This design comes from an exercise in tuning for small area, a short achievable clock period and few clock cycles per item on the open sky130 flow, not from production work.
The RTL of this run was laid out without a check of its function.

$ cat flow/config.mk
export PLATFORM = sky130hd
export DESIGN_NAME = cmac_tag
export DESIGN_NICKNAME = cmac_tag
export VERILOG_FILES = /design/flow/design.v
export SDC_FILE = /design/flow/constraint.sdc
export NUM_CORES = 8
export LEC_CHECK = 0
export CAP_MARGIN = 20
export CORE_MARGIN = 2
export CORE_UTILIZATION = 25
export PLACE_DENSITY = 0.4
export SLEW_MARGIN = 20
$ cat flow/constraint.sdc
create_clock -name core_clock -period 10.0 [get_ports {clk}]
set_input_delay 2.0000 -clock core_clock [delete_from_list [all_inputs] [get_ports {clk}]]
set_output_delay 2.0000 -clock core_clock [all_outputs]
set_load 0.01 [all_outputs]
$ cat flow/design.v
module cmac_sbox (
    input  wire [7:0] a,
    output reg  [7:0] y
);
    always @(*) begin
        case (a)
            8'h00: y = 8'h63;
            8'h01: y = 8'h7c;
            8'h02: y = 8'h77;
            8'h03: y = 8'h7b;
            8'h04: y = 8'hf2;
            8'h05: y = 8'h6b;
            8'h06: y = 8'h6f;
            8'h07: y = 8'hc5;
            8'h08: y = 8'h30;
            8'h09: y = 8'h01;
            8'h0a: y = 8'h67;
            8'h0b: y = 8'h2b;
            8'h0c: y = 8'hfe;
            8'h0d: y = 8'hd7;
            8'h0e: y = 8'hab;
            8'h0f: y = 8'h76;
            8'h10: y = 8'hca;
            8'h11: y = 8'h82;
            8'h12: y = 8'hc9;
            8'h13: y = 8'h7d;
            8'h14: y = 8'hfa;
            8'h15: y = 8'h59;
            8'h16: y = 8'h47;
            8'h17: y = 8'hf0;
            8'h18: y = 8'had;
            8'h19: y = 8'hd4;
            8'h1a: y = 8'ha2;
            8'h1b: y = 8'haf;
            8'h1c: y = 8'h9c;
            8'h1d: y = 8'ha4;
            8'h1e: y = 8'h72;
            8'h1f: y = 8'hc0;
            8'h20: y = 8'hb7;
            8'h21: y = 8'hfd;
            8'h22: y = 8'h93;
            8'h23: y = 8'h26;
            8'h24: y = 8'h36;
            8'h25: y = 8'h3f;
            8'h26: y = 8'hf7;
            8'h27: y = 8'hcc;
            8'h28: y = 8'h34;
            8'h29: y = 8'ha5;
            8'h2a: y = 8'he5;
            8'h2b: y = 8'hf1;
            8'h2c: y = 8'h71;
            8'h2d: y = 8'hd8;
            8'h2e: y = 8'h31;
            8'h2f: y = 8'h15;
            8'h30: y = 8'h04;
            8'h31: y = 8'hc7;
            8'h32: y = 8'h23;
            8'h33: y = 8'hc3;
            8'h34: y = 8'h18;
            8'h35: y = 8'h96;
            8'h36: y = 8'h05;
            8'h37: y = 8'h9a;
            8'h38: y = 8'h07;
            8'h39: y = 8'h12;
            8'h3a: y = 8'h80;
            8'h3b: y = 8'he2;
            8'h3c: y = 8'heb;
            8'h3d: y = 8'h27;
            8'h3e: y = 8'hb2;
            8'h3f: y = 8'h75;
            8'h40: y = 8'h09;
            8'h41: y = 8'h83;
            8'h42: y = 8'h2c;
            8'h43: y = 8'h1a;
            8'h44: y = 8'h1b;
            8'h45: y = 8'h6e;
            8'h46: y = 8'h5a;
            8'h47: y = 8'ha0;
            8'h48: y = 8'h52;
            8'h49: y = 8'h3b;
            8'h4a: y = 8'hd6;
            8'h4b: y = 8'hb3;
            8'h4c: y = 8'h29;
            8'h4d: y = 8'he3;
            8'h4e: y = 8'h2f;
            8'h4f: y = 8'h84;
            8'h50: y = 8'h53;
            8'h51: y = 8'hd1;
            8'h52: y = 8'h00;
            8'h53: y = 8'hed;
            8'h54: y = 8'h20;
            8'h55: y = 8'hfc;
            8'h56: y = 8'hb1;
            8'h57: y = 8'h5b;
            8'h58: y = 8'h6a;
            8'h59: y = 8'hcb;
            8'h5a: y = 8'hbe;
            8'h5b: y = 8'h39;
            8'h5c: y = 8'h4a;
            8'h5d: y = 8'h4c;
            8'h5e: y = 8'h58;
            8'h5f: y = 8'hcf;
            8'h60: y = 8'hd0;
            8'h61: y = 8'hef;
            8'h62: y = 8'haa;
            8'h63: y = 8'hfb;
            8'h64: y = 8'h43;
            8'h65: y = 8'h4d;
            8'h66: y = 8'h33;
            8'h67: y = 8'h85;
            8'h68: y = 8'h45;
            8'h69: y = 8'hf9;
            8'h6a: y = 8'h02;
            8'h6b: y = 8'h7f;
            8'h6c: y = 8'h50;
            8'h6d: y = 8'h3c;
            8'h6e: y = 8'h9f;
            8'h6f: y = 8'ha8;
            8'h70: y = 8'h51;
            8'h71: y = 8'ha3;
            8'h72: y = 8'h40;
            8'h73: y = 8'h8f;
            8'h74: y = 8'h92;
            8'h75: y = 8'h9d;
            8'h76: y = 8'h38;
            8'h77: y = 8'hf5;
            8'h78: y = 8'hbc;
            8'h79: y = 8'hb6;
            8'h7a: y = 8'hda;
            8'h7b: y = 8'h21;
            8'h7c: y = 8'h10;
            8'h7d: y = 8'hff;
            8'h7e: y = 8'hf3;
            8'h7f: y = 8'hd2;
            8'h80: y = 8'hcd;
            8'h81: y = 8'h0c;
            8'h82: y = 8'h13;
            8'h83: y = 8'hec;
            8'h84: y = 8'h5f;
            8'h85: y = 8'h97;
            8'h86: y = 8'h44;
            8'h87: y = 8'h17;
            8'h88: y = 8'hc4;
            8'h89: y = 8'ha7;
            8'h8a: y = 8'h7e;
            8'h8b: y = 8'h3d;
            8'h8c: y = 8'h64;
            8'h8d: y = 8'h5d;
            8'h8e: y = 8'h19;
            8'h8f: y = 8'h73;
            8'h90: y = 8'h60;
            8'h91: y = 8'h81;
            8'h92: y = 8'h4f;
            8'h93: y = 8'hdc;
            8'h94: y = 8'h22;
            8'h95: y = 8'h2a;
            8'h96: y = 8'h90;
            8'h97: y = 8'h88;
            8'h98: y = 8'h46;
            8'h99: y = 8'hee;
            8'h9a: y = 8'hb8;
            8'h9b: y = 8'h14;
            8'h9c: y = 8'hde;
            8'h9d: y = 8'h5e;
            8'h9e: y = 8'h0b;
            8'h9f: y = 8'hdb;
            8'ha0: y = 8'he0;
            8'ha1: y = 8'h32;
            8'ha2: y = 8'h3a;
            8'ha3: y = 8'h0a;
            8'ha4: y = 8'h49;
            8'ha5: y = 8'h06;
            8'ha6: y = 8'h24;
            8'ha7: y = 8'h5c;
            8'ha8: y = 8'hc2;
            8'ha9: y = 8'hd3;
            8'haa: y = 8'hac;
            8'hab: y = 8'h62;
            8'hac: y = 8'h91;
            8'had: y = 8'h95;
            8'hae: y = 8'he4;
            8'haf: y = 8'h79;
            8'hb0: y = 8'he7;
            8'hb1: y = 8'hc8;
            8'hb2: y = 8'h37;
            8'hb3: y = 8'h6d;
            8'hb4: y = 8'h8d;
            8'hb5: y = 8'hd5;
            8'hb6: y = 8'h4e;
            8'hb7: y = 8'ha9;
            8'hb8: y = 8'h6c;
            8'hb9: y = 8'h56;
            8'hba: y = 8'hf4;
            8'hbb: y = 8'hea;
            8'hbc: y = 8'h65;
            8'hbd: y = 8'h7a;
            8'hbe: y = 8'hae;
            8'hbf: y = 8'h08;
            8'hc0: y = 8'hba;
            8'hc1: y = 8'h78;
            8'hc2: y = 8'h25;
            8'hc3: y = 8'h2e;
            8'hc4: y = 8'h1c;
            8'hc5: y = 8'ha6;
            8'hc6: y = 8'hb4;
            8'hc7: y = 8'hc6;
            8'hc8: y = 8'he8;
            8'hc9: y = 8'hdd;
            8'hca: y = 8'h74;
            8'hcb: y = 8'h1f;
            8'hcc: y = 8'h4b;
            8'hcd: y = 8'hbd;
            8'hce: y = 8'h8b;
            8'hcf: y = 8'h8a;
            8'hd0: y = 8'h70;
            8'hd1: y = 8'h3e;
            8'hd2: y = 8'hb5;
            8'hd3: y = 8'h66;
            8'hd4: y = 8'h48;
            8'hd5: y = 8'h03;
            8'hd6: y = 8'hf6;
            8'hd7: y = 8'h0e;
            8'hd8: y = 8'h61;
            8'hd9: y = 8'h35;
            8'hda: y = 8'h57;
            8'hdb: y = 8'hb9;
            8'hdc: y = 8'h86;
            8'hdd: y = 8'hc1;
            8'hde: y = 8'h1d;
            8'hdf: y = 8'h9e;
            8'he0: y = 8'he1;
            8'he1: y = 8'hf8;
            8'he2: y = 8'h98;
            8'he3: y = 8'h11;
            8'he4: y = 8'h69;
            8'he5: y = 8'hd9;
            8'he6: y = 8'h8e;
            8'he7: y = 8'h94;
            8'he8: y = 8'h9b;
            8'he9: y = 8'h1e;
            8'hea: y = 8'h87;
            8'heb: y = 8'he9;
            8'hec: y = 8'hce;
            8'hed: y = 8'h55;
            8'hee: y = 8'h28;
            8'hef: y = 8'hdf;
            8'hf0: y = 8'h8c;
            8'hf1: y = 8'ha1;
            8'hf2: y = 8'h89;
            8'hf3: y = 8'h0d;
            8'hf4: y = 8'hbf;
            8'hf5: y = 8'he6;
            8'hf6: y = 8'h42;
            8'hf7: y = 8'h68;
            8'hf8: y = 8'h41;
            8'hf9: y = 8'h99;
            8'hfa: y = 8'h2d;
            8'hfb: y = 8'h0f;
            8'hfc: y = 8'hb0;
            8'hfd: y = 8'h54;
            8'hfe: y = 8'hbb;
            8'hff: y = 8'h16;
            default: y = 8'h00;
        endcase
    end
endmodule
module cmac_tag (
    input  wire         clk,
    input  wire         rst,           
    input  wire         in_valid,
    output wire         in_ready,
    input  wire         in_first,      
    input  wire         in_last,       
    input  wire [4:0]   in_nbytes,     
    input  wire [127:0] in_data,
    input  wire [127:0] key,
    output reg          tag_valid,
    output reg  [63:0]  tag
);
    localparam [2:0] S_IDLE   = 3'd0,    
                     S_SUBKEY = 3'd1,    
                     S_BLOCK  = 3'd2,    
                     S_WAIT   = 3'd3;    
    reg [2:0]   state;
    reg [3:0]   rnd;                   
    reg [127:0] key_q;                 
    reg [127:0] s;                     
    reg [127:0] rk;                    
    reg [7:0]   rcon;
    reg [127:0] k1, k2;                
    reg [127:0] c;                     
    reg [127:0] blk;                   
    reg         blk_last;
    reg [4:0]   blk_nbytes;
    assign in_ready = (state == S_IDLE) || (state == S_WAIT);
    wire [127:0] sb;                   
    genvar g;
    generate
        for (g = 0; g < 16; g = g + 1) begin : g_sub
            cmac_sbox u_sbox (.a(s[8*g +: 8]), .y(sb[8*g +: 8]));
        end
    endgenerate
    wire [127:0] sr;                   
    generate
        for (g = 0; g < 16; g = g + 1) begin : g_shift
            localparam integer R   = g % 4;
            localparam integer COL = g / 4;
            localparam integer SRC = R + 4 * ((COL + R) % 4);
            assign sr[127 - 8*g -: 8] = sb[127 - 8*SRC -: 8];
        end
    endgenerate
    wire [127:0] mc;                   
    generate
        for (g = 0; g < 4; g = g + 1) begin : g_mix
            wire [7:0] a0 = sr[127 - 32*g      -: 8];
            wire [7:0] a1 = sr[127 - 32*g - 8  -: 8];
            wire [7:0] a2 = sr[127 - 32*g - 16 -: 8];
            wire [7:0] a3 = sr[127 - 32*g - 24 -: 8];
            wire [7:0] x0 = {a0[6:0], 1'b0} ^ (a0[7] ? 8'h1b : 8'h00);
            wire [7:0] x1 = {a1[6:0], 1'b0} ^ (a1[7] ? 8'h1b : 8'h00);
            wire [7:0] x2 = {a2[6:0], 1'b0} ^ (a2[7] ? 8'h1b : 8'h00);
            wire [7:0] x3 = {a3[6:0], 1'b0} ^ (a3[7] ? 8'h1b : 8'h00);
            assign mc[127 - 32*g      -: 8] = x0 ^ (x1 ^ a1) ^ a2 ^ a3;
            assign mc[127 - 32*g - 8  -: 8] = a0 ^ x1 ^ (x2 ^ a2) ^ a3;
            assign mc[127 - 32*g - 16 -: 8] = a0 ^ a1 ^ x2 ^ (x3 ^ a3);
            assign mc[127 - 32*g - 24 -: 8] = (x0 ^ a0) ^ a1 ^ a2 ^ x3;
        end
    endgenerate
    wire [31:0] w3 = rk[31:0];
    wire [31:0] rot = {w3[23:0], w3[31:24]};
    wire [31:0] subw;
    generate
        for (g = 0; g < 4; g = g + 1) begin : g_ksub
            cmac_sbox u_ksbox (.a(rot[8*g +: 8]), .y(subw[8*g +: 8]));
        end
    endgenerate
    wire [31:0] t    = subw ^ {rcon, 24'd0};
    wire [31:0] nk0  = rk[127:96] ^ t;
    wire [31:0] nk1  = rk[95:64]  ^ nk0;
    wire [31:0] nk2  = rk[63:32]  ^ nk1;
    wire [31:0] nk3  = rk[31:0]   ^ nk2;
    wire [127:0] rk_next = {nk0, nk1, nk2, nk3};
    wire [127:0] round_out = ((rnd == 4'd10) ? sr : mc) ^ rk_next;
    wire [7:0]   rcon_next = {rcon[6:0], 1'b0} ^ (rcon[7] ? 8'h1b : 8'h00);
    reg [127:0] padded;
    integer b;
    always @(*) begin
        for (b = 0; b < 16; b = b + 1) begin
            if (b < blk_nbytes)
                padded[127 - 8*b -: 8] = blk[127 - 8*b -: 8];
            else if (b == blk_nbytes)
                padded[127 - 8*b -: 8] = 8'h80;
            else
                padded[127 - 8*b -: 8] = 8'h00;
        end
    end
    wire [127:0] m_blk = !blk_last              ? blk :
                         (blk_nbytes == 5'd16)  ? blk ^ k1 :
                                                  padded ^ k2;
    wire [127:0] l_dbl  = {round_out[126:0], 1'b0} ^ (round_out[127] ? 128'h87 : 128'h0);
    wire [127:0] l_dbl2 = {l_dbl[126:0], 1'b0} ^ (l_dbl[127] ? 128'h87 : 128'h0);
    always @(posedge clk) begin
        if (rst) begin
            state     <= S_IDLE;
            tag_valid <= 1'b0;
        end else begin
            tag_valid <= 1'b0;
            case (state)
                S_IDLE: begin
                    if (in_valid && in_first) begin
                        key_q      <= key;
                        blk        <= in_data;
                        blk_last   <= in_last;
                        blk_nbytes <= in_nbytes;
                        s          <= key;
                        rk         <= key;
                        rcon       <= 8'h01;
                        rnd        <= 4'd1;
                        state      <= S_SUBKEY;
                    end
                end
                S_SUBKEY: begin
                    s    <= round_out;
                    rk   <= rk_next;
                    rcon <= rcon_next;
                    rnd  <= rnd + 4'd1;
                    if (rnd == 4'd10) begin
                        k1    <= l_dbl;
                        k2    <= l_dbl2;
                        c     <= 128'd0;
                        state <= S_BLOCK;
                        rnd   <= 4'd0;
                    end
                end
                S_BLOCK: begin
                    if (rnd == 4'd0) begin
                        s    <= c ^ m_blk ^ key_q;
                        rk   <= key_q;
                        rcon <= 8'h01;
                        rnd  <= 4'd1;
                    end else begin
                        s    <= round_out;
                        rk   <= rk_next;
                        rcon <= rcon_next;
                        rnd  <= rnd + 4'd1;
                        if (rnd == 4'd10) begin
                            c <= round_out;
                            if (blk_last) begin
                                tag_valid <= 1'b1;
                                tag       <= round_out[127:64];
                                state     <= S_IDLE;
                            end else begin
                                state <= S_WAIT;
                            end
                        end
                    end
                end
                S_WAIT: begin
                    if (in_valid) begin
                        blk        <= in_data;
                        blk_last   <= in_last;
                        blk_nbytes <= in_nbytes;
                        rnd        <= 4'd0;
                        state      <= S_BLOCK;
                    end
                end
                default: state <= S_IDLE;
            endcase
        end
    end
endmodule
$ cat flow/run.sh
#!/bin/bash
# synth_recipe.tcl (not shown) runs the flow's synth.tcl, then flattens the netlist and writes it again
# the make line also repeats each setting of config.mk as NAME=value (left out here)
make -C /OpenROAD-flow-scripts/flow DESIGN_CONFIG=/design/flow/config.mk WORK_HOME=/design/flow/orfs CLKGATE_MAP_FILE= SYNTH_SCRIPT=/design/flow/synth_recipe.tcl finish
==> results.toml <==
[finish]
mostFrequentLayoutCells = "1627 x nand2_1, 1469 x o21ai_0, 1460 x nor2_1, 1354 x a21oi_1, 853 x edfxtp_1"
final_area_um2 = 135000
nets = 15877
drive_gt1_share_pct = 8.29
layout_commonest_cell = "nand2_1"
areaGrowthSynthToFinish_pct = 13.0

[clocking]
htreeDepth = 4
cts_buffer_depth = 4
cts.sinks = 1016
ctsRootBufferMaster = "clkbuf_16"
cts_setup_buffers = 0
clk_latency_ns = 0.95
tritoncts = "yes"
cts_resized = 0
cts_hold_buf = 0
numCtsBuffers = 155
path_clk_slew_ns = 0.06

[timing]
grt_setup_unrepaired = "false"
setup_viol = 0
post-route-period-util_pct = 74.9
max_slew_margin_pct = 14.0
setup_slack_ns = 2.51
drv_slew = 0
worst_pin_slew_ns = 1.29
fin_crit_ns = 7.49
skew_ns = 0.104
tns_ns = 0
clock.fmax_mhz = 134
finalHoldViolations = 0

[detailed_routing]
firstDrtPassIters = 9
drt_iter0_markers = 26579
ant_nets = 0
wirelength_um = 816000
drc = 0
avgViaCountPerCell = 6.63
via_count = 145448
avgRoutedWirePerCell_um = 37.2

[critical_path]
r2r.worst_path.cells = 17
start_kind = "flop"
cp_common_cell = "buf_4"
critical-path-top-delay-family = "simple AND/OR/NAND/NOR gates"
path_cells = "buf_4 -> or3b_2 -> nor2_4 -> buf_4 -> nand4b_1 -> a31o_2 -> a31oi_1 -> mux2i_2 -> buf_4 -> inv_1 -> ha_1 -> inv_1 -> nor2_1 -> o21ai_0 -> a21oi_1 -> o211ai_1 -> o211ai_1"
critPathKind = "reg -> reg"
cp.arrival_ns = 8.23
crit_cells = 17
end_kind = "flop"
required_ns = 10.75
rrSetupSlack_ns = 2.51
cpPeakStageDelay_ns = 0.81
rr_endpoint = "g_mix[1].a0[5]$_DFF_P_"
crit_path_max_fanout = 28
cp_slowest_cell = "nor2_4"
startpoint = "blk_nbytes[3]$_DFFE_PP_"
cp-endpoint = "g_mix[1].a0[5]$_DFF_P_"
cp.buffers_inverters = 5
reg2reg_from = "blk_nbytes[3]$_DFFE_PP_"

[yosys]
synth_edf_count = 853
syn-mean-instance-area_um2 = 7.52
synthesis.area_um2 = 120000
synthCells = 15929
ys_ff_latch = 1016
syn_nets = 16413
ys_seq_area_share_pct = 24.1
ys_types = 130
ys.flop_type = "edfxtp_1"
async_reset_ff_share_pct = 0
ys.warnings.count = 2

[outcome]
status = "no timing/DRC/antenna violations"

[flow_run]
cap_violations = 0

[floorplanning]
io_pins = 332
dieArea_um2 = 485000
start_util_pct = 25.1
core_um2 = 478000
rows = 254
fp.dieW_um = 696
die_h_um = 696

[placed_design]
io_buffers = 331
place_congestion = 1.03
place_area_um2 = 130000
dp.final_hpwl_um = 594000
place_ws_ns = 2.18

[global_routing]
grt_pass1_vias = 131716
grt.total_usage_pct = 31.8
antenna_found_initial = 72
grt-ovfl-total = 0
grt_pass1_wl_um = 1120000
grt_start_max_net_pins = 132

[hold_path]
hold_class = "reg -> reg"
-- worst reg2reg max path, stage by stage, from the launching register on --
cell,delay [ns]
edfxtp_1,0.58
buf_4,0.38
or3b_2,0.66
nor2_4,0.82
buf_4,0.60
nand4b_1,0.24
a31o_2,0.29
a31oi_1,0.66
mux2i_2,0.21
buf_4,0.28
inv_1,0.15
ha_1,0.54
inv_1,0.40
nor2_1,0.57
o21ai_0,0.31
a21oi_1,0.21
o211ai_1,0.12
o211ai_1,0.28
-- layer usage --
layer	vias to the layer above	global-route usage, %	wire length, um	share of wire (%)
met5	-	0	352	0.043
met4	52	19.5	63800	7.8
met3	2179	7.69	93700	11
met2	11160	46.8	337000	41
met1	71744	41.9	321000	39
li1	60313	-	-	-
-- through the flow --
stage               util, %  hold slack [ns]  instances
floorplan                 -            0.528      15929
global placement       27.2            0.563      21635
detailed placement     27.3            0.569      21636
CTS                    28.3            0.588      21917
global route           28.3            0.606      21929
finish                 28.3            0.582      21947
-- cell families after synthesis --
group                      after synthesis  synth area share, %
adders and majority gates              218                 2.28
buffers and inverters                 1866                 6.60
DFF                                   1016                 24.1
and+or+nand+nor                       5263                 20.3
muxes                                  226                 2.02
xor gates and xnor gates               817                 8.13
AOI/OAI and AO/OA                     6523                 36.5
-- cell type report --
class | count | area, um2
fillers | 52292 | 343000
multi-input cells | 13047 | 84200
flip-flops and latches | 1016 | 28900
repair buffers | 979 | 8500
well taps | 6400 | 8010
clock buffers | 194 | 4190
clock inverters | 87 | 821
inverters | 194 | 758
diodes | 30 | 75.1
-- state kept, by name, summed over array words and instances, names as in the netlist --
| register | count |
|---|---|
| rnd | 4 |
| g_mix.a3 | 32 |
| s | 128 |
| k1 | 127 |
| k2 | 4 |
| key_q | 128 |
| rk | 128 |
| c | 128 |
| rcon | 8 |
| blk_nbytes | 5 |
| tag | 64 |
| g_mix.a2 | 32 |
| g_ksub.u_ksbox.y | 32 |
| state | 2 |
| blk_last | 1 |
| blk | 128 |
| g_mix.a1 | 32 |
| g_mix.a0 | 32 |
| tag_valid | 1 |
-- worst min path at each step --
stage	from	endpoint	slack [ns]	depth (start not counted)
6_report	rcon[5]$_DFFE_PP_	rcon[6]$_DFFE_PP_	0.58	1
5_1_grt	rcon[6]$_DFFE_PP_	rcon[7]$_DFFE_PP_	0.61	1
4_1_cts	rcon[5]$_DFFE_PP_	rcon[6]$_DFFE_PP_	0.59	1
3_5_place_dp	rcon[6]$_DFFE_PP_	rcon[7]$_DFFE_PP_	0.57	1
3_3_place_gp	rcon[6]$_DFFE_PP_	rcon[7]$_DFFE_PP_	0.56	1
2_1_floorplan	state[1]$_SDFFE_PP0P_	state[1]$_SDFFE_PP0P_	0.53	2
-- cells in the mapped netlist, types with 155 or more instances --
cell type	n	share of area [%]
nor3_1	462	1.9
a221oi_1	229	1.7
buf_2	488	2.0
o221ai_1	170	1.2
o21ai_0	1471	6.1
o31ai_1	184	1.2
buf_1	194	0.61
a211oi_1	361	2.3
edfxtp_1	853	21
o211ai_1	428	2.7
a21oi_1	1362	5.7
and2_1	236	1.2
dfxtp_1	163	2.7
nor2_1	1467	4.6
o22ai_1	161	0.84
mux2i_1	167	1.4
inv_1	155	0.49
o311ai_0	183	1.3
xnor2_1	378	2.8
a311oi_1	223	1.6
a31oi_1	439	2.3
nand2_1	1630	5.1
ha_1	218	2.3
nand3_1	563	2.4
clkbuf_1	926	2.9
xor2_1	253	1.8

==> re-timing with driven ports <==
The results above use ideal ports. As a check the final layout listed here was re-extracted and re-timed, cells and wires unchanged. Step 1 (the two cells are an assumption about what drives the block):
set clk [get_ports {clk}]
set_driving_cell -lib_cell sky130_fd_sc_hd__clkbuf_16 $clk
set_driving_cell -lib_cell sky130_fd_sc_hd__buf_2 [delete_from_list [all_inputs] $clk]
Step 2 also shifts input and output timing later by t, the mid clock arrival at the registers, as if the neighbouring blocks saw the same clock. a / b / c = ideal ports / drivers / drivers and shift; a / b = the first two.
t (ns): 1.015
setup WS [ns]: 2.514 / 2.514 / 2.008
worst setup path at the end: input to register
latest minus earliest clock arrival (ns): 0.106 / 0.106
worst data-port slew with drivers (ns): 0.56
After both steps setup and hold are still met in this run. The setup slack of this run moves by 0.000 ns with the drivers and by -0.506 ns with both steps.
